This design comes from an exercise in tuning for small area, a short achievable clock period and few clock cycles per item on the open sky130 flow, not from production work.
Only simulation tests tie the RTL to the original design; equivalence was not proved.

[design/flow/config.mk]
export PLATFORM = sky130hd
export DESIGN_NAME = foc_frame
export DESIGN_NICKNAME = foc_frame
export VERILOG_FILES = /design/flow/design.v
export SDC_FILE = /design/flow/constraint.sdc
export NUM_CORES = 4
export LEC_CHECK = 0
export ABC_AREA = 1
export CAP_MARGIN = 40
export CORE_MARGIN = 2
export CORE_UTILIZATION = 45
export PLACE_DENSITY = 0.6
export SLEW_MARGIN = 30
export SYNTH_MEMORY_MAX_BITS = 16384
[design/flow/constraint.sdc]
create_clock -name core_clock -period 30.0 [get_ports {clk}]
set_input_delay 6.0000 -clock core_clock [delete_from_list [all_inputs] [get_ports {clk}]]
set_output_delay 6.0000 -clock core_clock [all_outputs]
set_load 0.01 [all_outputs]
[design/flow/design.v]
module foc_frame (
  input  wire               clk,
  input  wire               rst,           
  input  wire               start,
  output wire               ready,
  output reg                done,
  input  wire signed [15:0] i_u,
  input  wire signed [15:0] i_v,
  input  wire        [13:0] theta_meas,
  input  wire        [13:0] theta_apply,
  input  wire signed [15:0] id_ref,
  input  wire signed [15:0] iq_ref,
  input  wire        [15:0] kp_d,          
  input  wire        [15:0] ki_d,          
  input  wire        [15:0] kp_q,
  input  wire        [15:0] ki_q,
  input  wire        [15:0] kaw,           
  input  wire signed [15:0] wld,           
  input  wire signed [15:0] wlq,           
  input  wire signed [15:0] emf,           
  input  wire        [1:0]  dmode,         
  input  wire               idx_sel,       
  input  wire signed [15:0] vbus,
  input  wire        [15:0] vlim_k,        
  input  wire               lim_mode,      
  input  wire               hold,          
  input  wire               clr_state,     
  output reg  signed [15:0] id_meas,
  output reg  signed [15:0] iq_meas,
  output reg  signed [15:0] vd_out,
  output reg  signed [15:0] vq_out,
  output reg         [15:0] duty_u,
  output reg         [15:0] duty_v,
  output reg         [15:0] duty_w,
  output reg         [2:0]  sector,
  output reg                zero_vec,
  output reg                v_limited
);
  function [14:0] tq;
    input [8:0] k;
    begin
      case (k)
      9'd0: tq = 15'd0;
      9'd1: tq = 15'd201;
      9'd2: tq = 15'd402;
      9'd3: tq = 15'd603;
      9'd4: tq = 15'd804;
      9'd5: tq = 15'd1005;
      9'd6: tq = 15'd1206;
      9'd7: tq = 15'd1407;
      9'd8: tq = 15'd1608;
      9'd9: tq = 15'd1809;
      9'd10: tq = 15'd2009;
      9'd11: tq = 15'd2210;
      9'd12: tq = 15'd2410;
      9'd13: tq = 15'd2611;
      9'd14: tq = 15'd2811;
      9'd15: tq = 15'd3012;
      9'd16: tq = 15'd3212;
      9'd17: tq = 15'd3412;
      9'd18: tq = 15'd3612;
      9'd19: tq = 15'd3811;
      9'd20: tq = 15'd4011;
      9'd21: tq = 15'd4210;
      9'd22: tq = 15'd4410;
      9'd23: tq = 15'd4609;
      9'd24: tq = 15'd4808;
      9'd25: tq = 15'd5007;
      9'd26: tq = 15'd5205;
      9'd27: tq = 15'd5404;
      9'd28: tq = 15'd5602;
      9'd29: tq = 15'd5800;
      9'd30: tq = 15'd5998;
      9'd31: tq = 15'd6195;
      9'd32: tq = 15'd6393;
      9'd33: tq = 15'd6590;
      9'd34: tq = 15'd6786;
      9'd35: tq = 15'd6983;
      9'd36: tq = 15'd7179;
      9'd37: tq = 15'd7375;
      9'd38: tq = 15'd7571;
      9'd39: tq = 15'd7767;
      9'd40: tq = 15'd7962;
      9'd41: tq = 15'd8157;
      9'd42: tq = 15'd8351;
      9'd43: tq = 15'd8545;
      9'd44: tq = 15'd8739;
      9'd45: tq = 15'd8933;
      9'd46: tq = 15'd9126;
      9'd47: tq = 15'd9319;
      9'd48: tq = 15'd9512;
      9'd49: tq = 15'd9704;
      9'd50: tq = 15'd9896;
      9'd51: tq = 15'd10087;
      9'd52: tq = 15'd10278;
      9'd53: tq = 15'd10469;
      9'd54: tq = 15'd10659;
      9'd55: tq = 15'd10849;
      9'd56: tq = 15'd11039;
      9'd57: tq = 15'd11228;
      9'd58: tq = 15'd11417;
      9'd59: tq = 15'd11605;
      9'd60: tq = 15'd11793;
      9'd61: tq = 15'd11980;
      9'd62: tq = 15'd12167;
      9'd63: tq = 15'd12353;
      9'd64: tq = 15'd12539;
      9'd65: tq = 15'd12725;
      9'd66: tq = 15'd12910;
      9'd67: tq = 15'd13094;
      9'd68: tq = 15'd13279;
      9'd69: tq = 15'd13462;
      9'd70: tq = 15'd13645;
      9'd71: tq = 15'd13828;
      9'd72: tq = 15'd14010;
      9'd73: tq = 15'd14191;
      9'd74: tq = 15'd14372;
      9'd75: tq = 15'd14553;
      9'd76: tq = 15'd14732;
      9'd77: tq = 15'd14912;
      9'd78: tq = 15'd15090;
      9'd79: tq = 15'd15269;
      9'd80: tq = 15'd15446;
      9'd81: tq = 15'd15623;
      9'd82: tq = 15'd15800;
      9'd83: tq = 15'd15976;
      9'd84: tq = 15'd16151;
      9'd85: tq = 15'd16325;
      9'd86: tq = 15'd16499;
      9'd87: tq = 15'd16673;
      9'd88: tq = 15'd16846;
      9'd89: tq = 15'd17018;
      9'd90: tq = 15'd17189;
      9'd91: tq = 15'd17360;
      9'd92: tq = 15'd17530;
      9'd93: tq = 15'd17700;
      9'd94: tq = 15'd17869;
      9'd95: tq = 15'd18037;
      9'd96: tq = 15'd18204;
      9'd97: tq = 15'd18371;
      9'd98: tq = 15'd18537;
      9'd99: tq = 15'd18703;
      9'd100: tq = 15'd18868;
      9'd101: tq = 15'd19032;
      9'd102: tq = 15'd19195;
      9'd103: tq = 15'd19357;
      9'd104: tq = 15'd19519;
      9'd105: tq = 15'd19680;
      9'd106: tq = 15'd19841;
      9'd107: tq = 15'd20000;
      9'd108: tq = 15'd20159;
      9'd109: tq = 15'd20317;
      9'd110: tq = 15'd20475;
      9'd111: tq = 15'd20631;
      9'd112: tq = 15'd20787;
      9'd113: tq = 15'd20942;
      9'd114: tq = 15'd21096;
      9'd115: tq = 15'd21250;
      9'd116: tq = 15'd21403;
      9'd117: tq = 15'd21554;
      9'd118: tq = 15'd21705;
      9'd119: tq = 15'd21856;
      9'd120: tq = 15'd22005;
      9'd121: tq = 15'd22154;
      9'd122: tq = 15'd22301;
      9'd123: tq = 15'd22448;
      9'd124: tq = 15'd22594;
      9'd125: tq = 15'd22739;
      9'd126: tq = 15'd22884;
      9'd127: tq = 15'd23027;
      9'd128: tq = 15'd23170;
      9'd129: tq = 15'd23311;
      9'd130: tq = 15'd23452;
      9'd131: tq = 15'd23592;
      9'd132: tq = 15'd23731;
      9'd133: tq = 15'd23870;
      9'd134: tq = 15'd24007;
      9'd135: tq = 15'd24143;
      9'd136: tq = 15'd24279;
      9'd137: tq = 15'd24413;
      9'd138: tq = 15'd24547;
      9'd139: tq = 15'd24680;
      9'd140: tq = 15'd24811;
      9'd141: tq = 15'd24942;
      9'd142: tq = 15'd25072;
      9'd143: tq = 15'd25201;
      9'd144: tq = 15'd25329;
      9'd145: tq = 15'd25456;
      9'd146: tq = 15'd25582;
      9'd147: tq = 15'd25708;
      9'd148: tq = 15'd25832;
      9'd149: tq = 15'd25955;
      9'd150: tq = 15'd26077;
      9'd151: tq = 15'd26198;
      9'd152: tq = 15'd26319;
      9'd153: tq = 15'd26438;
      9'd154: tq = 15'd26556;
      9'd155: tq = 15'd26674;
      9'd156: tq = 15'd26790;
      9'd157: tq = 15'd26905;
      9'd158: tq = 15'd27019;
      9'd159: tq = 15'd27133;
      9'd160: tq = 15'd27245;
      9'd161: tq = 15'd27356;
      9'd162: tq = 15'd27466;
      9'd163: tq = 15'd27575;
      9'd164: tq = 15'd27683;
      9'd165: tq = 15'd27790;
      9'd166: tq = 15'd27896;
      9'd167: tq = 15'd28001;
      9'd168: tq = 15'd28105;
      9'd169: tq = 15'd28208;
      9'd170: tq = 15'd28310;
      9'd171: tq = 15'd28411;
      9'd172: tq = 15'd28510;
      9'd173: tq = 15'd28609;
      9'd174: tq = 15'd28706;
      9'd175: tq = 15'd28803;
      9'd176: tq = 15'd28898;
      9'd177: tq = 15'd28992;
      9'd178: tq = 15'd29085;
      9'd179: tq = 15'd29177;
      9'd180: tq = 15'd29268;
      9'd181: tq = 15'd29358;
      9'd182: tq = 15'd29447;
      9'd183: tq = 15'd29534;
      9'd184: tq = 15'd29621;
      9'd185: tq = 15'd29706;
      9'd186: tq = 15'd29791;
      9'd187: tq = 15'd29874;
      9'd188: tq = 15'd29956;
      9'd189: tq = 15'd30037;
      9'd190: tq = 15'd30117;
      9'd191: tq = 15'd30195;
      9'd192: tq = 15'd30273;
      9'd193: tq = 15'd30349;
      9'd194: tq = 15'd30424;
      9'd195: tq = 15'd30498;
      9'd196: tq = 15'd30571;
      9'd197: tq = 15'd30643;
      9'd198: tq = 15'd30714;
      9'd199: tq = 15'd30783;
      9'd200: tq = 15'd30852;
      9'd201: tq = 15'd30919;
      9'd202: tq = 15'd30985;
      9'd203: tq = 15'd31050;
      9'd204: tq = 15'd31113;
      9'd205: tq = 15'd31176;
      9'd206: tq = 15'd31237;
      9'd207: tq = 15'd31297;
      9'd208: tq = 15'd31356;
      9'd209: tq = 15'd31414;
      9'd210: tq = 15'd31470;
      9'd211: tq = 15'd31526;
      9'd212: tq = 15'd31580;
      9'd213: tq = 15'd31633;
      9'd214: tq = 15'd31685;
      9'd215: tq = 15'd31736;
      9'd216: tq = 15'd31785;
      9'd217: tq = 15'd31833;
      9'd218: tq = 15'd31880;
      9'd219: tq = 15'd31926;
      9'd220: tq = 15'd31971;
      9'd221: tq = 15'd32014;
      9'd222: tq = 15'd32057;
      9'd223: tq = 15'd32098;
      9'd224: tq = 15'd32137;
      9'd225: tq = 15'd32176;
      9'd226: tq = 15'd32213;
      9'd227: tq = 15'd32250;
      9'd228: tq = 15'd32285;
      9'd229: tq = 15'd32318;
      9'd230: tq = 15'd32351;
      9'd231: tq = 15'd32382;
      9'd232: tq = 15'd32412;
      9'd233: tq = 15'd32441;
      9'd234: tq = 15'd32469;
      9'd235: tq = 15'd32495;
      9'd236: tq = 15'd32521;
      9'd237: tq = 15'd32545;
      9'd238: tq = 15'd32567;
      9'd239: tq = 15'd32589;
      9'd240: tq = 15'd32609;
      9'd241: tq = 15'd32628;
      9'd242: tq = 15'd32646;
      9'd243: tq = 15'd32663;
      9'd244: tq = 15'd32678;
      9'd245: tq = 15'd32692;
      9'd246: tq = 15'd32705;
      9'd247: tq = 15'd32717;
      9'd248: tq = 15'd32728;
      9'd249: tq = 15'd32737;
      9'd250: tq = 15'd32745;
      9'd251: tq = 15'd32752;
      9'd252: tq = 15'd32757;
      9'd253: tq = 15'd32761;
      9'd254: tq = 15'd32765;
      9'd255: tq = 15'd32766;
      9'd256: tq = 15'd32767;
      default: tq = 15'd0;
      endcase
    end
  endfunction
  function [7:0] td;
    input [7:0] k;
    begin
      case (k)
      8'd0: td = 8'd201;
      8'd1: td = 8'd201;
      8'd2: td = 8'd201;
      8'd3: td = 8'd201;
      8'd4: td = 8'd201;
      8'd5: td = 8'd201;
      8'd6: td = 8'd201;
      8'd7: td = 8'd201;
      8'd8: td = 8'd201;
      8'd9: td = 8'd200;
      8'd10: td = 8'd201;
      8'd11: td = 8'd200;
      8'd12: td = 8'd201;
      8'd13: td = 8'd200;
      8'd14: td = 8'd201;
      8'd15: td = 8'd200;
      8'd16: td = 8'd200;
      8'd17: td = 8'd200;
      8'd18: td = 8'd199;
      8'd19: td = 8'd200;
      8'd20: td = 8'd199;
      8'd21: td = 8'd200;
      8'd22: td = 8'd199;
      8'd23: td = 8'd199;
      8'd24: td = 8'd199;
      8'd25: td = 8'd198;
      8'd26: td = 8'd199;
      8'd27: td = 8'd198;
      8'd28: td = 8'd198;
      8'd29: td = 8'd198;
      8'd30: td = 8'd197;
      8'd31: td = 8'd198;
      8'd32: td = 8'd197;
      8'd33: td = 8'd196;
      8'd34: td = 8'd197;
      8'd35: td = 8'd196;
      8'd36: td = 8'd196;
      8'd37: td = 8'd196;
      8'd38: td = 8'd196;
      8'd39: td = 8'd195;
      8'd40: td = 8'd195;
      8'd41: td = 8'd194;
      8'd42: td = 8'd194;
      8'd43: td = 8'd194;
      8'd44: td = 8'd194;
      8'd45: td = 8'd193;
      8'd46: td = 8'd193;
      8'd47: td = 8'd193;
      8'd48: td = 8'd192;
      8'd49: td = 8'd192;
      8'd50: td = 8'd191;
      8'd51: td = 8'd191;
      8'd52: td = 8'd191;
      8'd53: td = 8'd190;
      8'd54: td = 8'd190;
      8'd55: td = 8'd190;
      8'd56: td = 8'd189;
      8'd57: td = 8'd189;
      8'd58: td = 8'd188;
      8'd59: td = 8'd188;
      8'd60: td = 8'd187;
      8'd61: td = 8'd187;
      8'd62: td = 8'd186;
      8'd63: td = 8'd186;
      8'd64: td = 8'd186;
      8'd65: td = 8'd185;
      8'd66: td = 8'd184;
      8'd67: td = 8'd185;
      8'd68: td = 8'd183;
      8'd69: td = 8'd183;
      8'd70: td = 8'd183;
      8'd71: td = 8'd182;
      8'd72: td = 8'd181;
      8'd73: td = 8'd181;
      8'd74: td = 8'd181;
      8'd75: td = 8'd179;
      8'd76: td = 8'd180;
      8'd77: td = 8'd178;
      8'd78: td = 8'd179;
      8'd79: td = 8'd177;
      8'd80: td = 8'd177;
      8'd81: td = 8'd177;
      8'd82: td = 8'd176;
      8'd83: td = 8'd175;
      8'd84: td = 8'd174;
      8'd85: td = 8'd174;
      8'd86: td = 8'd174;
      8'd87: td = 8'd173;
      8'd88: td = 8'd172;
      8'd89: td = 8'd171;
      8'd90: td = 8'd171;
      8'd91: td = 8'd170;
      8'd92: td = 8'd170;
      8'd93: td = 8'd169;
      8'd94: td = 8'd168;
      8'd95: td = 8'd167;
      8'd96: td = 8'd167;
      8'd97: td = 8'd166;
      8'd98: td = 8'd166;
      8'd99: td = 8'd165;
      8'd100: td = 8'd164;
      8'd101: td = 8'd163;
      8'd102: td = 8'd162;
      8'd103: td = 8'd162;
      8'd104: td = 8'd161;
      8'd105: td = 8'd161;
      8'd106: td = 8'd159;
      8'd107: td = 8'd159;
      8'd108: td = 8'd158;
      8'd109: td = 8'd158;
      8'd110: td = 8'd156;
      8'd111: td = 8'd156;
      8'd112: td = 8'd155;
      8'd113: td = 8'd154;
      8'd114: td = 8'd154;
      8'd115: td = 8'd153;
      8'd116: td = 8'd151;
      8'd117: td = 8'd151;
      8'd118: td = 8'd151;
      8'd119: td = 8'd149;
      8'd120: td = 8'd149;
      8'd121: td = 8'd147;
      8'd122: td = 8'd147;
      8'd123: td = 8'd146;
      8'd124: td = 8'd145;
      8'd125: td = 8'd145;
      8'd126: td = 8'd143;
      8'd127: td = 8'd143;
      8'd128: td = 8'd141;
      8'd129: td = 8'd141;
      8'd130: td = 8'd140;
      8'd131: td = 8'd139;
      8'd132: td = 8'd139;
      8'd133: td = 8'd137;
      8'd134: td = 8'd136;
      8'd135: td = 8'd136;
      8'd136: td = 8'd134;
      8'd137: td = 8'd134;
      8'd138: td = 8'd133;
      8'd139: td = 8'd131;
      8'd140: td = 8'd131;
      8'd141: td = 8'd130;
      8'd142: td = 8'd129;
      8'd143: td = 8'd128;
      8'd144: td = 8'd127;
      8'd145: td = 8'd126;
      8'd146: td = 8'd126;
      8'd147: td = 8'd124;
      8'd148: td = 8'd123;
      8'd149: td = 8'd122;
      8'd150: td = 8'd121;
      8'd151: td = 8'd121;
      8'd152: td = 8'd119;
      8'd153: td = 8'd118;
      8'd154: td = 8'd118;
      8'd155: td = 8'd116;
      8'd156: td = 8'd115;
      8'd157: td = 8'd114;
      8'd158: td = 8'd114;
      8'd159: td = 8'd112;
      8'd160: td = 8'd111;
      8'd161: td = 8'd110;
      8'd162: td = 8'd109;
      8'd163: td = 8'd108;
      8'd164: td = 8'd107;
      8'd165: td = 8'd106;
      8'd166: td = 8'd105;
      8'd167: td = 8'd104;
      8'd168: td = 8'd103;
      8'd169: td = 8'd102;
      8'd170: td = 8'd101;
      8'd171: td = 8'd99;
      8'd172: td = 8'd99;
      8'd173: td = 8'd97;
      8'd174: td = 8'd97;
      8'd175: td = 8'd95;
      8'd176: td = 8'd94;
      8'd177: td = 8'd93;
      8'd178: td = 8'd92;
      8'd179: td = 8'd91;
      8'd180: td = 8'd90;
      8'd181: td = 8'd89;
      8'd182: td = 8'd87;
      8'd183: td = 8'd87;
      8'd184: td = 8'd85;
      8'd185: td = 8'd85;
      8'd186: td = 8'd83;
      8'd187: td = 8'd82;
      8'd188: td = 8'd81;
      8'd189: td = 8'd80;
      8'd190: td = 8'd78;
      8'd191: td = 8'd78;
      8'd192: td = 8'd76;
      8'd193: td = 8'd75;
      8'd194: td = 8'd74;
      8'd195: td = 8'd73;
      8'd196: td = 8'd72;
      8'd197: td = 8'd71;
      8'd198: td = 8'd69;
      8'd199: td = 8'd69;
      8'd200: td = 8'd67;
      8'd201: td = 8'd66;
      8'd202: td = 8'd65;
      8'd203: td = 8'd63;
      8'd204: td = 8'd63;
      8'd205: td = 8'd61;
      8'd206: td = 8'd60;
      8'd207: td = 8'd59;
      8'd208: td = 8'd58;
      8'd209: td = 8'd56;
      8'd210: td = 8'd56;
      8'd211: td = 8'd54;
      8'd212: td = 8'd53;
      8'd213: td = 8'd52;
      8'd214: td = 8'd51;
      8'd215: td = 8'd49;
      8'd216: td = 8'd48;
      8'd217: td = 8'd47;
      8'd218: td = 8'd46;
      8'd219: td = 8'd45;
      8'd220: td = 8'd43;
      8'd221: td = 8'd43;
      8'd222: td = 8'd41;
      8'd223: td = 8'd39;
      8'd224: td = 8'd39;
      8'd225: td = 8'd37;
      8'd226: td = 8'd37;
      8'd227: td = 8'd35;
      8'd228: td = 8'd33;
      8'd229: td = 8'd33;
      8'd230: td = 8'd31;
      8'd231: td = 8'd30;
      8'd232: td = 8'd29;
      8'd233: td = 8'd28;
      8'd234: td = 8'd26;
      8'd235: td = 8'd26;
      8'd236: td = 8'd24;
      8'd237: td = 8'd22;
      8'd238: td = 8'd22;
      8'd239: td = 8'd20;
      8'd240: td = 8'd19;
      8'd241: td = 8'd18;
      8'd242: td = 8'd17;
      8'd243: td = 8'd15;
      8'd244: td = 8'd14;
      8'd245: td = 8'd13;
      8'd246: td = 8'd12;
      8'd247: td = 8'd11;
      8'd248: td = 8'd9;
      8'd249: td = 8'd8;
      8'd250: td = 8'd7;
      8'd251: td = 8'd5;
      8'd252: td = 8'd4;
      8'd253: td = 8'd4;
      8'd254: td = 8'd1;
      8'd255: td = 8'd1;
      default: td = 8'd0;
      endcase
    end
  endfunction
  function [15:0] sinp;
    input [8:0] i;
    input [3:0] f;
    reg [11:0] pr;
    begin
      pr   = td(i[7:0]) * f + 12'd8;
      sinp = {1'b0, tq(i)} + {8'd0, pr[11:4]};
    end
  endfunction
  function signed [15:0] sat16;
    input signed [35:0] x;
    begin
      if (x > 36'sd32767)       sat16 = 16'sh7fff;
      else if (x < -36'sd32768) sat16 = 16'sh8000;
      else                      sat16 = x[15:0];
    end
  endfunction
  function signed [13:0] satv;                   
    input signed [35:0] x;
    begin
      if (x > 36'sd8191)       satv = 14'sd8191;
      else if (x < -36'sd8191) satv = -14'sd8191;
      else                     satv = x[13:0];
    end
  endfunction
  function [30:0] r4;
    input [30:0] st;
    input [14:0] d;
    input [16:0] d3;
    reg [16:0] x;
    reg [17:0] t1, t2, t3;
    reg [1:0]  q;
    reg [16:0] r;
    begin
      x  = {st[30:16], st[15:14]};
      t1 = {1'b0, x} - {3'b0, d};
      t2 = {1'b0, x} - {2'b0, d, 1'b0};
      t3 = {1'b0, x} - {1'b0, d3};
      if (!t3[17])      begin q = 2'd3; r = t3[16:0]; end
      else if (!t2[17]) begin q = 2'd2; r = t2[16:0]; end
      else if (!t1[17]) begin q = 2'd1; r = t1[16:0]; end
      else              begin q = 2'd0; r = x;        end
      r4 = {r[14:0], st[13:0], q};
    end
  endfunction
  function [59:0] sqs;
    input [59:0] st;
    reg [17:0] rr, tr, df;
    reg [15:0] rem;
    reg [15:0] root;
    begin
      rr = {st[59:44], st[27:26]};
      tr = {st[43:28], 2'b01};
      df = rr - tr;
      if (rr >= tr) begin rem = df[15:0]; root = {st[42:28], 1'b1}; end
      else          begin rem = rr[15:0]; root = {st[42:28], 1'b0}; end
      sqs = {rem, root, st[25:0], 2'b00};
    end
  endfunction
  localparam [3:0] S_IDLE = 4'd0,
                   S_1    = 4'd1,    
                   S_2    = 4'd2,    
                   S_3    = 4'd3,    
                   S_4    = 4'd4,    
                   S_5    = 4'd5,    
                   S_6    = 4'd6,    
                   S_7    = 4'd7,    
                   S_8    = 4'd8,    
                   S_SQ   = 4'd9,    
                   S_DV1  = 4'd10,   
                   S_DV2  = 4'd11,
                   S_DV3  = 4'd12,
                   S_LD   = 4'd13;   
  reg [3:0] state;
  reg [1:0] sq_cnt;
  assign ready = (state == S_IDLE);
  reg signed [15:0] r_iu, r_idref, r_iqref, r_wld, r_wlq, r_emf, r_vbus;
  reg        [13:0] r_thm, r_tha;
  reg        [15:0] r_kpd, r_kid, r_kpq, r_kiq, r_kaw;
  reg               r_dmon, r_idxsel, r_limmode, r_hold, r_vbpos;
  reg signed [29:0] x_d, x_q;
  reg signed [15:0] dl_d, dl_q;
  reg signed [17:0] oa1, oa2, oa3, oa4;          
  reg signed [16:0] ob1, ob2, ob3, ob4;
  reg        [13:0] vmax;
  reg signed [17:0] e_d, e_q;
  reg signed [13:0] u_d, u_q;                    
  reg signed [20:0] dc_d, dc_q;                  
  reg signed [13:0] vd, vq;
  reg               spec_bad, pass2, lim;
  reg signed [15:0] va, vb;
  reg        [1:0]  rk_u, rk_v, rk_w;
  reg        [15:0] qv;                          
  reg        [14:0] rv;                          
  reg        [30:0] dva, dvb;                    
  reg        [14:0] dv_d;                        
  reg        [16:0] dv_d3;                       
  reg               ovf_a, ovf_b, zro_a, zro_b, mneg, s1c;
  reg        [59:0] sqst;                        
  wire [13:0] sc_th = (state == S_1) ? r_thm : r_tha;     
  wire [11:0] sc_p  = sc_th[11:0];
  wire [8:0]  sc_i2 = (sc_p[3:0] == 4'd0) ? (9'd256 - {1'b0, sc_p[11:4]})
                                          : (9'd255 - {1'b0, sc_p[11:4]});
  wire [3:0]  sc_f2 = 4'd0 - sc_p[3:0];
  wire [15:0] sc_sp = sinp({1'b0, sc_p[11:4]}, sc_p[3:0]);
  wire [15:0] sc_sc = sinp(sc_i2, sc_f2);
  wire [15:0] sc_a  = sc_th[12] ? sc_sc : sc_sp;
  wire [15:0] sc_b  = sc_th[12] ? sc_sp : sc_sc;
  wire signed [15:0] sc_s  = sc_th[13] ? -sc_a : sc_a;
  wire signed [15:0] sc_ns = sc_th[13] ? sc_a : -sc_a;
  wire signed [15:0] sc_c  = (sc_th[13] ^ sc_th[12]) ? -sc_b : sc_b;
  wire signed [13:0] vmx  = vmax;
  wire signed [34:0] p1 = oa1 * ob1;
  wire signed [34:0] p2 = oa2 * ob2;
  wire signed [34:0] p3 = oa3 * ob3;
  wire signed [34:0] p4 = oa4 * ob4;
  wire signed [35:0] s12 = p1 + p2 + 36'sd16384;
  wire signed [35:0] s34 = p3 + p4 + 36'sd16384;
  wire signed [20:0] rd = s12 >>> 15;
  wire signed [20:0] rq = s34 >>> 15;
  wire rd_hi = (rd > 21'sd32767), rd_lo = (rd < -21'sd32768);
  wire rq_hi = (rq > 21'sd32767), rq_lo = (rq < -21'sd32768);
  wire signed [15:0] id_n = rd_hi ? 16'sh7fff : rd_lo ? 16'sh8000 : rd[15:0];
  wire signed [15:0] iq_n = rq_hi ? 16'sh7fff : rq_lo ? 16'sh8000 : rq[15:0];
  wire signed [17:0] ed_raw = r_idref - $signed(rd[17:0]);
  wire signed [17:0] eq_raw = r_iqref - $signed(rq[17:0]);
  wire signed [17:0] ed_n = rd_hi ? (r_idref - 18'sd32767) : rd_lo ? (r_idref + 18'sd32768) : ed_raw;
  wire signed [17:0] eq_n = rq_hi ? (r_iqref - 18'sd32767) : rq_lo ? (r_iqref + 18'sd32768) : eq_raw;
  wire signed [25:0] ua_dn = ((p1 + 35'sd128) >>> 8) + ((x_d + 30'sd32768) >>> 16);
  wire signed [25:0] ua_qn = ((p2 + 35'sd128) >>> 8) + ((x_q + 30'sd32768) >>> 16);
  wire signed [20:0] dc_dn = r_dmon ? ((p3 + 35'sd2048) >>> 12) : 21'sd0;
  wire signed [20:0] dc_qn = r_dmon ? (((p4 + 35'sd2048) >>> 12) + r_emf) : 21'sd0;
  wire signed [13:0] wd_n  = ua_dn[13:0] - dc_dn[13:0];     
  wire signed [13:0] wq_n  = ua_qn[13:0] + dc_qn[13:0];
  wire signed [13:0] vd_n = satv(u_d - dc_d);
  wire signed [13:0] vq_n = satv(u_q + dc_q);
  wire signed [13:0] vdc  = (vd > vmx) ? vmx : (vd < -vmx) ? -vmx : vd;
  wire signed [26:0] ndq1 = p1[26] ? -p1[26:0] : p1[26:0];    
  wire signed [26:0] ndq2 = p2[26] ? -p2[26:0] : p2[26:0];    
  wire signed [35:0] lim_x = p1 + p2 - p3;
  wire signed [31:0] vbx  = vb;
  wire signed [31:0] t_m  = (vbx <<< 15) - (vbx <<< 12) - (vbx <<< 8) - (vbx <<< 5)
                            - (vbx <<< 2) - (vbx <<< 1) + 32'sd16384;
  wire signed [16:0] t    = t_m >>> 15;
  wire signed [16:0] h    = va >>> 1;
  wire signed [16:0] vU   = va;
  wire signed [16:0] vV   = t - h;
  wire signed [16:0] vW   = -h - t;
  wire signed [17:0] g    = va + h;
  wire signed [17:0] ng   = -g;
  wire geUV = (g >= t);
  wire geUW = (t >= ng);
  wire geVW = ~t[16];
  wire [1:0] rku = {1'b0, geUV} + {1'b0, geUW};
  wire [1:0] rkv = {1'b0, ~geUV} + {1'b0, geVW};
  wire [1:0] rkw = {1'b0, ~geUW} + {1'b0, ~geVW};
  wire signed [16:0] mx = (rku == 2'd2) ? vU : (rkv == 2'd2) ? vV : vW;
  wire signed [16:0] mn = (rku == 2'd0) ? vU : (rkv == 2'd0) ? vV : vW;
  wire signed [16:0] md = (rku == 2'd1) ? vU : (rkv == 2'd1) ? vV : vW;
  reg  [2:0] sec_n;
  always @* begin
    if ((t > 0) || (t == 0 && va >= 0)) begin
      if (g > t)        sec_n = 3'd1;
      else if (t > ng)  sec_n = 3'd2;
      else              sec_n = 3'd3;
    end else begin
      if (g < t)        sec_n = 3'd4;
      else if (t < ng)  sec_n = 3'd5;
      else              sec_n = 3'd6;
    end
  end
  wire signed [15:0] mk   = md >>> 1;
  wire               mb   = md[0];
  wire               mc   = md[0] & ~va[0];
  wire signed [16:0] hia_n = mx + mk + (mc ? 17'sd0 : -17'sd1);               
  wire signed [16:0] hpb_n = mk + (mk <<< 1) + $signed({15'd0, mb} + {15'd0, mc}) - 17'sd1;    
  wire signed [16:0] hnb_n = ~mk + (~mk <<< 1) + (17'sd2 - $signed({15'd0, mb} + {15'd0, mc}));   
  wire               mng_n = md[16];                                           
  wire signed [16:0] hib_n = mng_n ? hnb_n : hpb_n;                          
  wire               za  = hia_n[16];                                          
  wire               zbz = ~mng_n & hib_n[16];                                 
  wire [30:0] dia = dva;
  wire [30:0] dib = dvb;
  wire [30:0] da1 = r4(dia, dv_d, dv_d3);
  wire [30:0] da2 = r4(da1, dv_d, dv_d3);
  wire [30:0] da3 = r4(da2, dv_d, dv_d3);
  wire [30:0] db1 = r4(dib, dv_d, dv_d3);
  wire [30:0] db2 = r4(db1, dv_d, dv_d3);
  wire [30:0] db3 = r4(db2, dv_d, dv_d3);
  wire [15:0] qmax = da2[15:0];
  wire [14:0] rmax = da2[30:16];
  wire [15:0] qmid = db2[15:0];
  wire        [16:0] kmin = s1c ? 17'd32768 + {1'b0, qv} : 17'd32768;
  wire signed [17:0] dmin_a = $signed({1'b0, kmin}) + $signed({2'b11, ~qmax}) + 18'sd1;
  wire signed [17:0] dmin_b = $signed({1'b0, kmin}) + $signed({2'b11, ~qmax}) + 18'sd2;
  wire               dmin_c = s1c & (rmax < rv);
  wire               dmin_z = dmin_c ? (dmin_b <= 18'sd0) : (dmin_a <= 18'sd0);
  wire [15:0] dmax = (ovf_a || qmax >= 16'd32767) ? 16'd65535 : {1'b1, qmax[14:0]};
  wire [15:0] dmin = (ovf_a || dmin_z) ? 16'd0 : dmin_c ? dmin_b[15:0] : dmin_a[15:0];
  wire [15:0] dmid = mneg ? ((ovf_b || qmid >= 16'd32768) ? 16'd0 : 16'd32768 - qmid)
                          : ((ovf_b || qmid >= 16'd32767) ? 16'd65535 : {1'b1, qmid[14:0]});
  wire [59:0] sq1 = sqs(sqst);
  wire [59:0] sq2 = sqs(sq1);
  wire [59:0] sq3 = sqs(sq2);
  wire [59:0] sq4 = sqs(sq3);
  wire [59:0] sq5 = sqs(sq4);
  wire [13:0] sq_r  = sq4[41:28];                
  localparam signed [36:0] XLIM = 37'sd536805376;    
  wire signed [36:0] xs_dn = x_d + p1 + p3;
  wire signed [36:0] xs_qn = x_q + p2 + p4;
  wire signed [29:0] xn_d = (xs_dn > XLIM) ? XLIM[29:0] : (xs_dn < -XLIM) ? -XLIM[29:0] : xs_dn[29:0];
  wire signed [29:0] xn_q = (xs_qn > XLIM) ? XLIM[29:0] : (xs_qn < -XLIM) ? -XLIM[29:0] : xs_qn[29:0];
  wire signed [35:0] ib_m = (p1 + 35'sd16384) >>> 15;
  wire signed [15:0] ib_n = sat16(ib_m);
  wire signed [13:0] vq_lim = (vq == 14'sd0) ? 14'sd0 : vq[13] ? -$signed({1'b0, sq_r[12:0]}) : $signed({1'b0, sq_r[12:0]});
  wire signed [13:0] vdl_n  = vd[13] ? -$signed(da2[13:0]) : $signed(da2[13:0]);
  wire signed [13:0] vql_n  = vq[13] ? -$signed(db2[13:0]) : $signed(db2[13:0]);
  always @(posedge clk) begin
    case (state)
      S_IDLE: begin
        oa1 <= i_u + 2 * i_v; ob1 <= 17'sd18919;
        oa2 <= vbus;          ob2 <= {1'b0, vlim_k};
      end
      S_1: begin
        oa1 <= r_iu; ob1 <= sc_c;
        oa2 <= ib_n; ob2 <= sc_s;
        oa3 <= ib_n; ob3 <= sc_c;
        oa4 <= r_iu; ob4 <= sc_ns;
      end
      S_2: begin
        oa1 <= ed_n; ob1 <= {1'b0, r_kpd};
        oa2 <= eq_n; ob2 <= {1'b0, r_kpq};
        oa3 <= r_idxsel ? iq_n : r_iqref; ob3 <= r_wlq;
        oa4 <= r_idxsel ? id_n : r_idref; ob4 <= r_wld;
      end
      S_3: begin
        oa1 <= wd_n; ob1 <= sc_c;
        oa2 <= wq_n; ob2 <= sc_ns;
        oa3 <= wd_n; ob3 <= sc_s;
        oa4 <= wq_n; ob4 <= sc_c;
      end
      S_4: begin
        oa1 <= vd_n; ob1 <= vd_n;
        oa2 <= vq_n; ob2 <= vq_n;
        oa3 <= vmx;  ob3 <= vmx;
      end
      S_5: begin
        if (!pass2 && spec_bad) begin
          oa1 <= vd; ob1 <= sc_c;
          oa2 <= vq; ob2 <= sc_ns;
          oa3 <= vd; ob3 <= sc_s;
          oa4 <= vq; ob4 <= sc_c;
        end else begin
          oa1 <= e_d;  ob1 <= {1'b0, r_kid};
          oa2 <= e_q;  ob2 <= {1'b0, r_kiq};
          oa3 <= dl_d; ob3 <= {1'b0, r_kaw};
          oa4 <= dl_q; ob4 <= {1'b0, r_kaw};
        end
      end
      S_SQ: begin
        oa1 <= vd; ob1 <= vmx;
        oa2 <= vq; ob2 <= vmx;
      end
      S_LD: begin
        oa1 <= $signed(vd_out[13:0]); ob1 <= sc_c;
        oa2 <= $signed(vq_out[13:0]); ob2 <= sc_ns;
        oa3 <= $signed(vd_out[13:0]); ob3 <= sc_s;
        oa4 <= $signed(vq_out[13:0]); ob4 <= sc_c;
      end
      S_DV3: begin
        oa1 <= vdl_n; ob1 <= sc_c;
        oa2 <= vql_n; ob2 <= sc_ns;
        oa3 <= vdl_n; ob3 <= sc_s;
        oa4 <= vql_n; ob4 <= sc_c;
      end
      default: ;
    endcase
  end
  wire signed [35:0] vm_m = p2 >>> 16;
  always @(posedge clk) begin
    if (rst) begin
      state <= S_IDLE;
      done  <= 1'b0;
      x_d   <= 30'sd0;
      x_q   <= 30'sd0;
      dl_d  <= 16'sd0;
      dl_q  <= 16'sd0;
    end else begin
      done <= 1'b0;
      case (state)
        S_IDLE: begin
          if (start) begin
            r_iu      <= i_u;
            r_thm     <= theta_meas;
            r_tha     <= theta_apply;
            r_idref   <= id_ref;
            r_iqref   <= iq_ref;
            r_kpd     <= kp_d;
            r_kid     <= ki_d;
            r_kpq     <= kp_q;
            r_kiq     <= ki_q;
            r_kaw     <= kaw;
            r_wld     <= wld;
            r_wlq     <= wlq;
            r_emf     <= dmode[1] ? emf : 16'sd0;
            r_dmon    <= (dmode != 2'd0);
            r_idxsel  <= idx_sel;
            r_vbus    <= vbus;
            dva       <= {15'd0, 16'hffff};        
            dv_d      <= vbus[14:0];
            dv_d3     <= {1'b0, vbus} + {vbus, 1'b0};
            r_vbpos   <= (vbus > 16'sd0);
            r_limmode <= lim_mode;
            r_hold    <= hold;
            if (clr_state) begin
              x_d  <= 30'sd0;
              x_q  <= 30'sd0;
              dl_d <= 16'sd0;
              dl_q <= 16'sd0;
            end
            pass2 <= 1'b0;
            state <= S_1;
          end
        end
        S_1: begin
          vmax <= r_vbpos ? satv(vm_m) : 14'd0;
          dva  <= da3;
          state <= S_2;
        end
        S_2: begin
          id_meas <= id_n;
          iq_meas <= iq_n;
          e_d  <= ed_n;
          e_q  <= eq_n;
          dva <= da3;
          state <= S_3;
        end
        S_3: begin
          u_d  <= satv(ua_dn);
          u_q  <= satv(ua_qn);
          dc_d <= dc_dn;
          dc_q <= dc_qn;
          qv   <= da2[15:0];
          rv   <= da2[30:16];
          state <= S_4;
        end
        S_4: begin
          vd  <= vd_n;
          vq  <= vq_n;
          spec_bad <= (vd_n != oa1[13:0]) || (vq_n != oa2[13:0]);
          va <= s12 >>> 15;
          vb <= s34 >>> 15;
          state <= S_5;
        end
        S_5: begin
          rk_u  <= rku;
          rk_v  <= rkv;
          rk_w  <= rkw;
          dva   <= za  ? 31'd0 : {hia_n[14:0], ~hia_n[15:0]};
          dvb   <= zbz ? 31'd0 : {hib_n[14:0], ~hib_n[15:0]};
          mneg  <= mng_n;
          s1c   <= va[0] ^ md[0];
          sector <= r_vbpos ? sec_n : 3'd0;
          if (pass2) begin
            state <= S_6;
          end else begin
            sq_cnt <= 2'd0;
            sqst   <= {16'd0, 16'd0, 1'd0, r_limmode ? (p1[26:0] + p2[26:0]) : (p3 > p1) ? (p3[26:0] - p1[26:0]) : 27'd0};
            vd_out <= vd;
            vq_out <= vq;
            lim    <= (lim_x > 36'sd0);
            if (lim_x > 36'sd0) begin
              state  <= S_SQ;
            end else begin
              if (spec_bad) begin
                pass2 <= 1'b1;
                state <= S_4;
              end else begin
                state <= S_6;
              end
            end
          end
        end
        S_SQ: begin
          sqst   <= sq5;
          sq_cnt <= sq_cnt + 2'd1;
          if (sq_cnt == 2'd2) begin
            pass2 <= 1'b1;
            if (!r_limmode) begin
              vd_out <= vdc;
              vq_out <= vq_lim;
              state  <= S_LD;
            end else begin
              dv_d  <= {1'b0, sq_r};
              dv_d3 <= {3'b0, sq_r} + {2'b0, sq_r, 1'b0};
              dva   <= {5'd0, ndq1[25:16], ndq1[15:0]};
              dvb   <= {5'd0, ndq2[25:16], ndq2[15:0]};
              state <= S_DV1;
            end
          end
        end
        S_DV1: begin
          dva   <= da3;
          dvb   <= db3;
          state <= S_DV2;
        end
        S_DV2: begin
          dva   <= da3;
          dvb   <= db3;
          state <= S_DV3;
        end
        S_DV3: begin
          vd_out <= vdl_n;
          vq_out <= vql_n;
          dv_d   <= r_vbus[14:0];
          dv_d3  <= {2'b0, r_vbus[14:0]} + {1'b0, r_vbus[14:0], 1'b0};
          state  <= S_4;
        end
        S_LD: state <= S_4;
        S_6: begin
          dva   <= da3;
          dvb   <= db3;
          ovf_a <= (dva[30:16] >= dv_d);
          ovf_b <= (dvb[30:16] >= dv_d);
          v_limited <= lim;
          if (r_hold) begin
            dl_d <= 16'sd0;
            dl_q <= 16'sd0;
          end else begin
            x_d  <= xn_d;
            x_q  <= xn_q;
            dl_d <= vd_out - vd;
            dl_q <= vq_out - vq;
          end
          state <= S_7;
        end
        S_7: begin
          dva   <= da3;
          dvb   <= db3;
          state <= S_8;
        end
        S_8: begin
          zero_vec <= ~r_vbpos;
          if (!r_vbpos) begin
            duty_u <= 16'd32768;
            duty_v <= 16'd32768;
            duty_w <= 16'd32768;
          end else begin
            duty_u <= (rk_u == 2'd2) ? dmax : (rk_u == 2'd1) ? dmid : dmin;
            duty_v <= (rk_v == 2'd2) ? dmax : (rk_v == 2'd1) ? dmid : dmin;
            duty_w <= (rk_w == 2'd2) ? dmax : (rk_w == 2'd1) ? dmid : dmin;
          end
          done  <= 1'b1;
          state <= S_IDLE;
        end
        default: state <= S_IDLE;
      endcase
    end
  end
endmodule
[design/flow/run.sh]
#!/bin/bash
# synth_recipe.tcl (not shown) runs the flow's synth.tcl, then flattens the netlist and writes it again
# the make line also repeats each setting of config.mk as NAME=value (left out here)
make -C /OpenROAD-flow-scripts/flow DESIGN_CONFIG=/design/flow/config.mk WORK_HOME=/design/flow/orfs CLKGATE_MAP_FILE= SYNTH_SCRIPT=/design/flow/synth_recipe.tcl finish
==> impl_metrics.py, run 1 <==
metrics = {
    "floorplanning": {
        "die_y_um": 602.6,
        "core-area_um2": 356200,
        "fp-row-count": 219,
        "die_w_um": 602.6,
        "initial_core_util": 0.4527,
        "die_area_um2": 363200,
        "io-pin-count": 380,
    },
    "synthesis": {
        "yosysUniqueCellTypes": 85,
        "synthesis.yosys.warnings": 1,
        "ys_seq_elements": 949,
        "synth_seq_area_share": 0.1707,
        "synth_cells": 22110,
        "synth-async-reset-ratio": 0,
        "synth_edf_count": 852,
        "synth.avg_cell_area_um2": 7.294,
        "synth_flop_cell": "edfxtp_1",
        "synth.cell_area_um2": 161300,
        "synth_fp_nets": 25470,
    },
    "detailed_routing": {
        "drtAntennaViolNets": 0,
        "vias_per_cell": 5.802,
        "vias": 158700,
        "drtIter0Drc": 18320,
        "wl_um": 785700,
        "drc": 0,
        "dr.pass1.iters": 7,
        "wl_per_cell_um": 28.73,
    },
    "sta": {
        "maxSlewViolCount": 0,
        "rsz0062_at_grt": "no",
        "hold_viol": 0,
        "post-route-min-period_ns": 14.47,
        "finalSetupTns_ns": 0,
        "fin_skew_ns": 0.06029,
        "setup_viol": 0,
        "fmax_mhz": 69.12,
        "slew_headroom": 0.3055,
        "timing.final.crit_share": 0.4823,
        "tightest_slew_ns": 1.031,
        "holdWs_ns": 0.4627,
    },
    "layout": {
        "area_delta_synth_final_pct": 10.63,
        "fillers": 36030,
        "multiInputGateArea_um2": 115700,
        "drive_gt1_frac": 0.05130,
        "final-seq-area_um2": 27530,
        "final_nets": 25820,
    },
    "clock_tree": {
        "clock-sinks": 949,
        "cts_tree": "yes",
        "clk_latency_ns": 0.94,
        "cts_buffers": 138,
        "postCtsHoldBufs": 0,
        "clk_pin_slew_ns": 0.06,
        "cts.repair.resized": 0,
        "clockBufferDepth": 4,
        "post_cts_buffers": 0,
        "htreeDepth": 4,
        "cts_root_buffer": "clkbuf_16",
    },
    "setup_path": {
        "reg2reg_to": "sqst[52]$_SDFFCE_PN0P_",
        "worstPathRequired_ns": 30.78,
        "critPathSlowestCell": "inv_1",
        "criticalPathCategory": "register to register",
        "crit_fanout": 25,
        "critPathArrivalTime_ns": 15.25,
        "slowest_delay_ns": 0.72,
        "cp-start-kind": "register",
        "ff2ff_setup_slack_ns": 15.53,
        "crit_top_cell": "nand2_1",
        "r2r-start": "sqst[28]$_SDFFCE_PN0P_",
        "cp-end-kind": "register",
        "rr_worst_depth": 70,
    },
    "min_path": {
        "hold_class": "register to register",
        "min_to": "x_q[5]$_SDFFE_PP0P_",
        "hold_depth": 2,
        "min-delay-start": "x_q[5]$_SDFFE_PP0P_",
    },
    "grt": {
        "grt_pass1_vias": 151600,
        "grt_max_degree": 70,
        "grt_pass1_wl_um": 1106000,
        "antenna_found_initial": 90,
        "overflow": 0,
        "grt.total_usage": 0.4257,
    },
    "placed_design": {
        "dp_hpwl_um": 650200,
        "io_buffers": 379,
        "gp_congestion": 1.060,
    },
    "job": {
        "cap_violations": 0,
    },
    "run_status": {
        "outcome": "finished clean",
    },
}
cell usage in the layout (no fill, tap or decap), types with 183 or more instances in the layout:
cell | synthesis | routed
a21oi_1 | 1620 | 1611
buf_4 | 16 | 426
clkdlybuf4s50_1 | 0 | 378
edfxtp_1 | 852 | 852
fa_1 | 1429 | 1429
ha_1 | 1676 | 1676
inv_1 | 4199 | 4193
nand2_1 | 4872 | 4866
nand3_1 | 1038 | 1038
nand4_1 | 239 | 239
nor2_1 | 1387 | 1366
nor3_1 | 241 | 237
o211ai_1 | 183 | 183
o21ai_0 | 1123 | 1105
xnor2_1 | 287 | 277
xor2_1 | 707 | 664
layout make-up:
class,instances,share of cell area
multi-input combinational,16180,0.6485
timing repair buffer,916,0.04720
sequential,949,0.1543
tap,4751,0.03332
inverter,4262,0.08969
antenna,38,0.0005330
clock buffer,164,0.02043
clock inverter,81,0.006045
registers in the layout, summed over array words and instances (netlist names), 17 cells and up:
signal,flops
ob1,17
dc_q,21
dv_d3,17
sqst,60
oa1,18
e_q,18
dva,31
ob4,17
x_q,30
dvb,31
e_d,18
dc_d,21
ob3,17
ob2,17
oa2,18
x_d,30
synth_stat cells (19+ instances only):
library cell / count / share of area
buf_2: 45 / 0.0014
nand3b_1: 47 / 0.0022
o211ai_1: 183 / 0.0085
o221ai_1: 71 / 0.0039
a221oi_1: 40 / 0.0022
ha_1: 1676 / 0.13
a22oi_1: 51 / 0.0024
o22ai_1: 37 / 0.0014
a21o_1: 53 / 0.0025
a2111oi_0: 19 / 0.0010
inv_1: 4199 / 0.098
clkbuf_1: 571 / 0.013
o21bai_1: 131 / 0.0061
nand3_1: 1038 / 0.032
o31ai_1: 50 / 0.0023
o21a_1: 46 / 0.0021
xnor2_1: 287 / 0.016
nor2_1: 1387 / 0.032
o21ai_0: 1123 / 0.035
clkinv_1: 23 / 0.00054
inv_2: 40 / 0.00093
fa_1: 1429 / 0.18
nand4_1: 239 / 0.0093
or2_2: 158 / 0.0061
nand2_2: 26 / 0.0010
xor2_1: 707 / 0.038
a21oi_1: 1620 / 0.050
a31oi_1: 107 / 0.0042
nor3_1: 241 / 0.0075
dfxtp_1: 97 / 0.012
o2111ai_1: 24 / 0.0013
o311ai_0: 30 / 0.0016
buf_1: 76 / 0.0018
a21boi_0: 37 / 0.0017
nor2_2: 24 / 0.00093
o21ai_1: 92 / 0.0029
nor4_1: 72 / 0.0028
and2_1: 40 / 0.0016
nand2_1: 4872 / 0.11
a211oi_1: 77 / 0.0036
edfxtp_1: 852 / 0.16
cells by family (layout without fill, tap and decap cells):
family	Yosys count	count (layout)	share of synthesized area
AOI/OAI and AO/OA	3881	3881	0.1382
xor gates and xnor gates	1002	1002	0.05479
adders and majority gates	3105	3105	0.3074
buffers and inverters	4976	5423	0.1168
DFF	949	949	0.1707
muxes	3	3	0.0001862
other	0	38	0
and+or+nand+nor	8192	8192	0.2119
routing by layer:
layer / wire length (um) / vias up / part of all wire / global-route usage
met4: 78640 / 60 / 0.10 / 0.3467
li1: - / 71980 / - / -
met3: 73780 / 2211 / 0.094 / 0.08775
met5: 403 / - / 0.00051 / 0
met1: 301500 / 76130 / 0.38 / 0.5277
met2: 331400 / 8283 / 0.42 / 0.6413
worst max-delay path: cells and delay by family, from the launching register on:
family,cells,cell delay (ns)
buf+inv,15,3.09
compound gates,22,4.14
simple gates,27,4.58
flops,1,0.44
fa+ha+maj,5,1.93
xor+xnor,1,0.16
metrics by stage:
step           worst slack, ns  instance area (um2)    util  cells
2_1_floorplan            7.448               161300       -  22110
3_3_place_gp             15.11               171700  0.4821  26920
3_5_place_dp             15.40               173100  0.4860  27020
4_1_cts                  15.34               177800  0.4992  27270
5_1_grt                  14.36               178300  0.5006  27310
6_report                 15.53               178400  0.5009  27340
how the worst max path moves through the flow:
stage / startpoint / slack, ns / cells after the start / endpoint
after global routing: sqst[28]$_SDFFCE_PN0P_ / 14.36 / 70 / sqst[50]$_SDFFCE_PN0P_
after CTS: sqst[28]$_SDFFCE_PN0P_ / 15.34 / 68 / sqst[52]$_SDFFCE_PN0P_
after global placement: sqst[28]$_SDFFCE_PN0P_ / 15.11 / 67 / sqst[54]$_SDFFCE_PN0P_
after detailed placement: sqst[28]$_SDFFCE_PN0P_ / 15.40 / 68 / sqst[52]$_SDFFCE_PN0P_
final: sqst[28]$_SDFFCE_PN0P_ / 15.53 / 70 / sqst[52]$_SDFFCE_PN0P_
after floorplan: rst / 7.45 / 3 / r_dmon$_DFFE_PP_
Testbench counts, summed over its fixed seeds: cycles 31,546, frames 3,200.
==> run 2, diff against run 1 <==
--- a/design/flow/design.v
+++ b/design/flow/design.v
@@ -636,8 +636,7 @@
                    S_SQ   = 4'd9,    
                    S_DV1  = 4'd10,   
                    S_DV2  = 4'd11,
-                   S_DV3  = 4'd12,
-                   S_LD   = 4'd13;   
+                   S_DV3  = 4'd12;
   reg [3:0] state;
   reg [1:0] sq_cnt;
   assign ready = (state == S_IDLE);
@@ -662,7 +661,7 @@
   reg        [30:0] dva, dvb;                    
   reg        [14:0] dv_d;                        
   reg        [16:0] dv_d3;                       
-  reg               ovf_a, ovf_b, zro_a, zro_b, mneg, s1c;
+  reg               ovf_a, ovf_b, zro_a, zro_b, mneg, s1c;      
   reg        [59:0] sqst;                        
   wire [13:0] sc_th = (state == S_1) ? r_thm : r_tha;     
   wire [11:0] sc_p  = sc_th[11:0];
@@ -709,21 +708,23 @@
   wire signed [31:0] t_m  = (vbx <<< 15) - (vbx <<< 12) - (vbx <<< 8) - (vbx <<< 5)
                             - (vbx <<< 2) - (vbx <<< 1) + 32'sd16384;
   wire signed [16:0] t    = t_m >>> 15;
+  wire signed [16:0] t1   = t - 17'sd1;
   wire signed [16:0] h    = va >>> 1;
   wire signed [16:0] vU   = va;
   wire signed [16:0] vV   = t - h;
   wire signed [16:0] vW   = -h - t;
   wire signed [17:0] g    = va + h;
   wire signed [17:0] ng   = -g;
-  wire geUV = (g >= t);
-  wire geUW = (t >= ng);
+  wire signed [17:0] dUV  = g - t;               
+  wire signed [17:0] dUW  = g + t;               
+  wire signed [17:0] dUVm = g + ~t;              
+  wire signed [17:0] dUWm = g + t - 18'sd1;      
+  wire geUV = ~dUV[17];
+  wire geUW = ~dUW[17];
   wire geVW = ~t[16];
   wire [1:0] rku = {1'b0, geUV} + {1'b0, geUW};
   wire [1:0] rkv = {1'b0, ~geUV} + {1'b0, geVW};
   wire [1:0] rkw = {1'b0, ~geUW} + {1'b0, ~geVW};
-  wire signed [16:0] mx = (rku == 2'd2) ? vU : (rkv == 2'd2) ? vV : vW;
-  wire signed [16:0] mn = (rku == 2'd0) ? vU : (rkv == 2'd0) ? vV : vW;
-  wire signed [16:0] md = (rku == 2'd1) ? vU : (rkv == 2'd1) ? vV : vW;
   reg  [2:0] sec_n;
   always @* begin
     if ((t > 0) || (t == 0 && va >= 0)) begin
@@ -736,16 +737,27 @@
       else              sec_n = 3'd6;
     end
   end
-  wire signed [15:0] mk   = md >>> 1;
-  wire               mb   = md[0];
-  wire               mc   = md[0] & ~va[0];
-  wire signed [16:0] hia_n = mx + mk + (mc ? 17'sd0 : -17'sd1);               
-  wire signed [16:0] hpb_n = mk + (mk <<< 1) + $signed({15'd0, mb} + {15'd0, mc}) - 17'sd1;    
-  wire signed [16:0] hnb_n = ~mk + (~mk <<< 1) + (17'sd2 - $signed({15'd0, mb} + {15'd0, mc}));   
-  wire               mng_n = md[16];                                           
-  wire signed [16:0] hib_n = mng_n ? hnb_n : hpb_n;                          
-  wire               za  = hia_n[16];                                          
-  wire               zbz = ~mng_n & hib_n[16];                                 
+  wire mxU = (rku == 2'd2), mxV = (rkv == 2'd2);
+  wire mnU = (rku == 2'd0), mnV = (rkv == 2'd0);
+  wire mdU = (rku == 2'd1), mdV = (rkv == 2'd1);
+  wire signed [17:0] hia_w = mxU ? (mnV ? dUVm : dUWm)
+                           : mxV ? (mnU ? ~dUV : {t1, 1'b1})
+                           :       (mnU ? ~dUW : {~t, 1'b1});
+  wire signed [16:0] hia_n = hia_w >>> 1;                                       
+  wire signed [18:0] xc    = -(h + (h <<< 1)) - $signed({18'd0, va[0]});        
+  wire signed [18:0] xu    = va + (va <<< 1) - $signed({18'd0, va[0]});         
+  wire signed [18:0] xup   = xu + 19'sd1;
+  wire signed [18:0] xum   = xu - 19'sd1;
+  wire signed [18:0] xvp   = t + (t <<< 1) + xc + 19'sd1;
+  wire signed [18:0] xvm   = t + (t <<< 1) + xc - 19'sd1;
+  wire signed [18:0] xwp   = xc - t - (t <<< 1) + 19'sd1;
+  wire signed [18:0] xwm   = xc - t - (t <<< 1) - 19'sd1;
+  wire signed [18:0] xp    = mdU ? xup : mdV ? xvp : xwp;                      
+  wire signed [18:0] xm    = mdU ? xum : mdV ? xvm : xwm;                      
+  wire               mng_n = xp[18];                                            
+  wire signed [16:0] hib_n = mng_n ? (~xp >>> 1) : (xm >>> 1);                  
+  wire               za  = hia_n[16];                                           
+  wire               zbz = ~mng_n & hib_n[16];                                  
   wire [30:0] dia = dva;
   wire [30:0] dib = dvb;
   wire [30:0] da1 = r4(dia, dv_d, dv_d3);
@@ -764,14 +776,16 @@
   wire               dmin_z = dmin_c ? (dmin_b <= 18'sd0) : (dmin_a <= 18'sd0);
   wire [15:0] dmax = (ovf_a || qmax >= 16'd32767) ? 16'd65535 : {1'b1, qmax[14:0]};
   wire [15:0] dmin = (ovf_a || dmin_z) ? 16'd0 : dmin_c ? dmin_b[15:0] : dmin_a[15:0];
+  wire [15:0] dmax_f = zro_a ? 16'd32768 : dmax;
+  wire [15:0] dmin_f = zro_a ? 16'd32768 : dmin;
+  wire [15:0] dmid_f = zro_b ? 16'd32768 : dmid;
   wire [15:0] dmid = mneg ? ((ovf_b || qmid >= 16'd32768) ? 16'd0 : 16'd32768 - qmid)
                           : ((ovf_b || qmid >= 16'd32767) ? 16'd65535 : {1'b1, qmid[14:0]});
   wire [59:0] sq1 = sqs(sqst);
   wire [59:0] sq2 = sqs(sq1);
   wire [59:0] sq3 = sqs(sq2);
   wire [59:0] sq4 = sqs(sq3);
-  wire [59:0] sq5 = sqs(sq4);
-  wire [13:0] sq_r  = sq4[41:28];                
+  wire [13:0] sq_r  = sq2[41:28];                
   localparam signed [36:0] XLIM = 37'sd536805376;    
   wire signed [36:0] xs_dn = x_d + p1 + p3;
   wire signed [36:0] xs_qn = x_q + p2 + p4;
@@ -825,14 +839,15 @@
         end
       end
       S_SQ: begin
-        oa1 <= vd; ob1 <= vmx;
-        oa2 <= vq; ob2 <= vmx;
-      end
-      S_LD: begin
-        oa1 <= $signed(vd_out[13:0]); ob1 <= sc_c;
-        oa2 <= $signed(vq_out[13:0]); ob2 <= sc_ns;
-        oa3 <= $signed(vd_out[13:0]); ob3 <= sc_s;
-        oa4 <= $signed(vq_out[13:0]); ob4 <= sc_c;
+        if (sq_cnt != 2'd3) begin
+          oa1 <= vd; ob1 <= vmx;
+          oa2 <= vq; ob2 <= vmx;
+        end else begin
+          oa1 <= vdc;    ob1 <= sc_c;
+          oa2 <= vq_lim; ob2 <= sc_ns;
+          oa3 <= vdc;    ob3 <= sc_s;
+          oa4 <= vq_lim; ob4 <= sc_c;
+        end
       end
       S_DV3: begin
         oa1 <= vdl_n; ob1 <= sc_c;
@@ -923,10 +938,12 @@
           rk_u  <= rku;
           rk_v  <= rkv;
           rk_w  <= rkw;
-          dva   <= za  ? 31'd0 : {hia_n[14:0], ~hia_n[15:0]};
-          dvb   <= zbz ? 31'd0 : {hib_n[14:0], ~hib_n[15:0]};
+          dva   <= {hia_n[14:0], ~hia_n[15:0]};
+          dvb   <= {hib_n[14:0], ~hib_n[15:0]};
+          zro_a <= za;
+          zro_b <= zbz;
           mneg  <= mng_n;
-          s1c   <= va[0] ^ md[0];
+          s1c   <= ~xm[0];
           sector <= r_vbpos ? sec_n : 3'd0;
           if (pass2) begin
             state <= S_6;
@@ -949,14 +966,14 @@
           end
         end
         S_SQ: begin
-          sqst   <= sq5;
+          sqst   <= sq4;
           sq_cnt <= sq_cnt + 2'd1;
-          if (sq_cnt == 2'd2) begin
+          if (sq_cnt == 2'd3) begin
             pass2 <= 1'b1;
             if (!r_limmode) begin
               vd_out <= vdc;
               vq_out <= vq_lim;
-              state  <= S_LD;
+              state  <= S_4;
             end else begin
               dv_d  <= {1'b0, sq_r};
               dv_d3 <= {3'b0, sq_r} + {2'b0, sq_r, 1'b0};
@@ -983,7 +1000,6 @@
           dv_d3  <= {2'b0, r_vbus[14:0]} + {1'b0, r_vbus[14:0], 1'b0};
           state  <= S_4;
         end
-        S_LD: state <= S_4;
         S_6: begin
           dva   <= da3;
           dvb   <= db3;
@@ -1013,9 +1029,9 @@
             duty_v <= 16'd32768;
             duty_w <= 16'd32768;
           end else begin
-            duty_u <= (rk_u == 2'd2) ? dmax : (rk_u == 2'd1) ? dmid : dmin;
-            duty_v <= (rk_v == 2'd2) ? dmax : (rk_v == 2'd1) ? dmid : dmin;
-            duty_w <= (rk_w == 2'd2) ? dmax : (rk_w == 2'd1) ? dmid : dmin;
+            duty_u <= (rk_u == 2'd2) ? dmax_f : (rk_u == 2'd1) ? dmid_f : dmin_f;
+            duty_v <= (rk_v == 2'd2) ? dmax_f : (rk_v == 2'd1) ? dmid_f : dmin_f;
+            duty_w <= (rk_w == 2'd2) ? dmax_f : (rk_w == 2'd1) ? dmid_f : dmin_f;
           end
           done  <= 1'b1;
           state <= S_IDLE;
==> impl_metrics.py, run 2 <==
metrics = {
    "run_status": {
        "outcome": "finished clean",
    },
    "synthesis": {
        "yosys.area.top_type": "fa_1",
        "synth_edf_count": 854,
        "netlist.area_leader.share": 0.1706,
        "yosysMostFrequentCell": "nand2_1",
        "synth_seq_area_share": 0.1642,
        "synth_top_family_by_area": "adder cells",
        "synth_flop_cell": "edfxtp_1",
        "synth_adder_area_share": 0.2958,
        "synth_fp_nets": 27000,
        "synthesis.yosys.warnings": 1,
        "ys_seq_elements": 951,
        "synth_xor_area_frac": 0.05175,
        "synth.cell_area_um2": 168000,
        "synth-simple-area-share": 0.2293,
        "synth_area_leaders": "fa_1 17%, edfxtp_1 15%, ha_1 13%",
        "synth_cells": 23630,
        "synthTopCellsByCount": "5,487 x nand2_1, 4,399 x inv_1, 1,757 x a21oi_1",
        "yosysUniqueCellTypes": 90,
        "synth_compound_area_frac": 0.1401,
        "synth.avg_cell_area_um2": 7.109,
        "synth_mux_area_frac": 0.0002979,
        "synth-async-reset-ratio": 0,
    },
    "setup_path": {
        "cp-end-kind": "register",
        "criticalPathCategory": "register to register",
        "worstPathRequired_ns": 30.57,
        "critPathArrivalTime_ns": 13.67,
        "critical_path.top_delay_family": "simple AND/OR/NAND/NOR gates",
        "slowest_delay_ns": 0.78,
        "cp-start-kind": "register",
        "critPathBufInv": 6,
        "critPathSlowestCell": "nand2_2",
        "crit_fanout": 29,
    },
    "layout": {
        "area_delta_synth_final_pct": 10.04,
        "largest_reg_flops": 60,
        "largest_registers": "sqst (60), dva (31), dvb (31)",
        "layout_common_cells": "5,485 x nand2_1, 4,395 x inv_1, 1,749 x a21oi_1",
        "regMostFlops": "sqst",
        "final_common_cell": "nand2_1",
        "final_util": 0.4970,
        "drive_gt1_frac": 0.05061,
        "postLayoutCellArea_um2": 184900,
        "finalNonFillerCells": 29100,
        "final_nets": 27310,
    },
    "grt": {
        "antenna_found_initial": 99,
        "grt_pass1_wl_um": 1183000,
        "grt_max_degree": 64,
        "overflow": 0,
        "grt.total_usage": 0.4359,
        "grt_pass1_vias": 161800,
    },
    "detailed_routing": {
        "vias_per_cell": 5.912,
        "vias": 172000,
        "dr.pass1.iters": 8,
        "drtAntennaViolNets": 0,
        "drtIter0Drc": 22160,
        "drc": 0,
        "wl_um": 849800,
        "wl_per_cell_um": 29.21,
    },
    "floorplanning": {
        "io-pin-count": 380,
        "initial_core_util": 0.4517,
        "die_y_um": 615.0,
        "die_area_um2": 378200,
        "die_w_um": 615.0,
        "fp-row-count": 224,
        "core-area_um2": 371900,
    },
    "placed_design": {
        "dp_cells": 28740,
        "gp_congestion": 1.138,
        "place_area_um2": 179800,
        "pre_cts_slack_ns": 17.25,
        "io_buffers": 379,
        "dp_hpwl_um": 701000,
    },
    "sta": {
        "holdWs_ns": 0.4637,
        "tightest_slew_ns": 1.017,
        "rsz0062_at_grt": "no",
        "fin_skew_ns": 0.06825,
        "finalSetupTns_ns": 0,
        "setup_viol": 0,
        "setup_ws_ns": 16.89,
        "post-route-min-period_ns": 13.11,
        "slew_headroom": 0.3145,
        "timing.final.crit_share": 0.4370,
        "maxSlewViolCount": 0,
        "fmax_mhz": 76.28,
        "hold_viol": 0,
    },
    "clock_tree": {
        "clockBufferDepth": 4,
        "postCtsHoldBufs": 0,
        "post_cts_buffers": 0,
        "cts_tree": "yes",
        "clk_pin_slew_ns": 0.06,
        "clk_latency_ns": 0.93,
        "clock-sinks": 951,
        "cts.repair.resized": 0,
        "htreeDepth": 4,
        "cts_buffers": 136,
        "cts_root_buffer": "clkbuf_16",
    },
    "job": {
        "cap_violations": 0,
    },
    "min_path": {
        "hold_class": "register to register",
    },
}
[run 2: cells by family after synthesis]
| family | Yosys count |
|---|---|
| buf+inv | 5228 |
| simple gates | 9204 |
| xor+xnor | 985 |
| mux | 5 |
| compound gates | 4146 |
| flops | 951 |
| fa+ha+maj | 3112 |
[run 2: final cells by class]
class	instances	area (um2)
flip-flops and latches	951	27590
clock buffers	156	3518
repair buffers	926	8337
clock inverters	86	984.7
fillers	37850	187100
well taps	4972	6221
multi-input cells	17450	121200
diodes	79	197.7
inverters	4474	16800
[run 2: metal layers]
| metal | track usage | wire [um] |
|---|---|---|
| met5 | 0.001136 | 260 |
| met4 | 0.3461 | 82380 |
| met3 | 0.1151 | 90740 |
| met2 | 0.6478 | 356800 |
| met1 | 0.5343 | 319600 |
[run 2: path summary, 6_finish.rpt]
| kind | slack, ns | cells past startpoint | to | startpoint |
|---|---|---|---|---|
| max | 16.89 | 42 | ob2[6]$_DFFE_PP_ | state[3]$_SDFFE_PP0P_ |
| min reg2reg | 0.46 | 0 | v_limited$_DFFE_PP_ | lim$_DFFE_PP_ |
| min | 0.46 | 0 | v_limited$_DFFE_PP_ | lim$_DFFE_PP_ |
| max reg2reg | 16.89 | 42 | ob2[6]$_DFFE_PP_ | state[3]$_SDFFE_PP0P_ |
Testbench counts of run 2, summed over its fixed seeds: cycles 31,776, frames 3,200.

-- port drivers added, routing unchanged --
The flow's constraints put no driver on any port. The routed layouts listed below were extracted and timed again, unchanged, in two steps. Step 1: set_driving_cell puts a clkbuf_16 on clk and a buf_2 on each other input, an assumption about the parent block. Step 2 times the ports against the registers' clock, not the clock port: input delays grow and output delays shrink by t, the midpoint of the rising clock arrivals with the driver on. Three values: no drivers, after step 1, after step 2; two values: the first two.
run | t, ns | setup WS [ns] | slew at the worst register clock pin (ns)
run 1 | 1.034 | 15.532 / 15.532 / 15.532 | 0.08 / 0.08
run 2 | 0.995 | 16.891 / 16.891 / 16.891 | 0.07 / 0.07
After both steps every run listed still meets setup and hold.
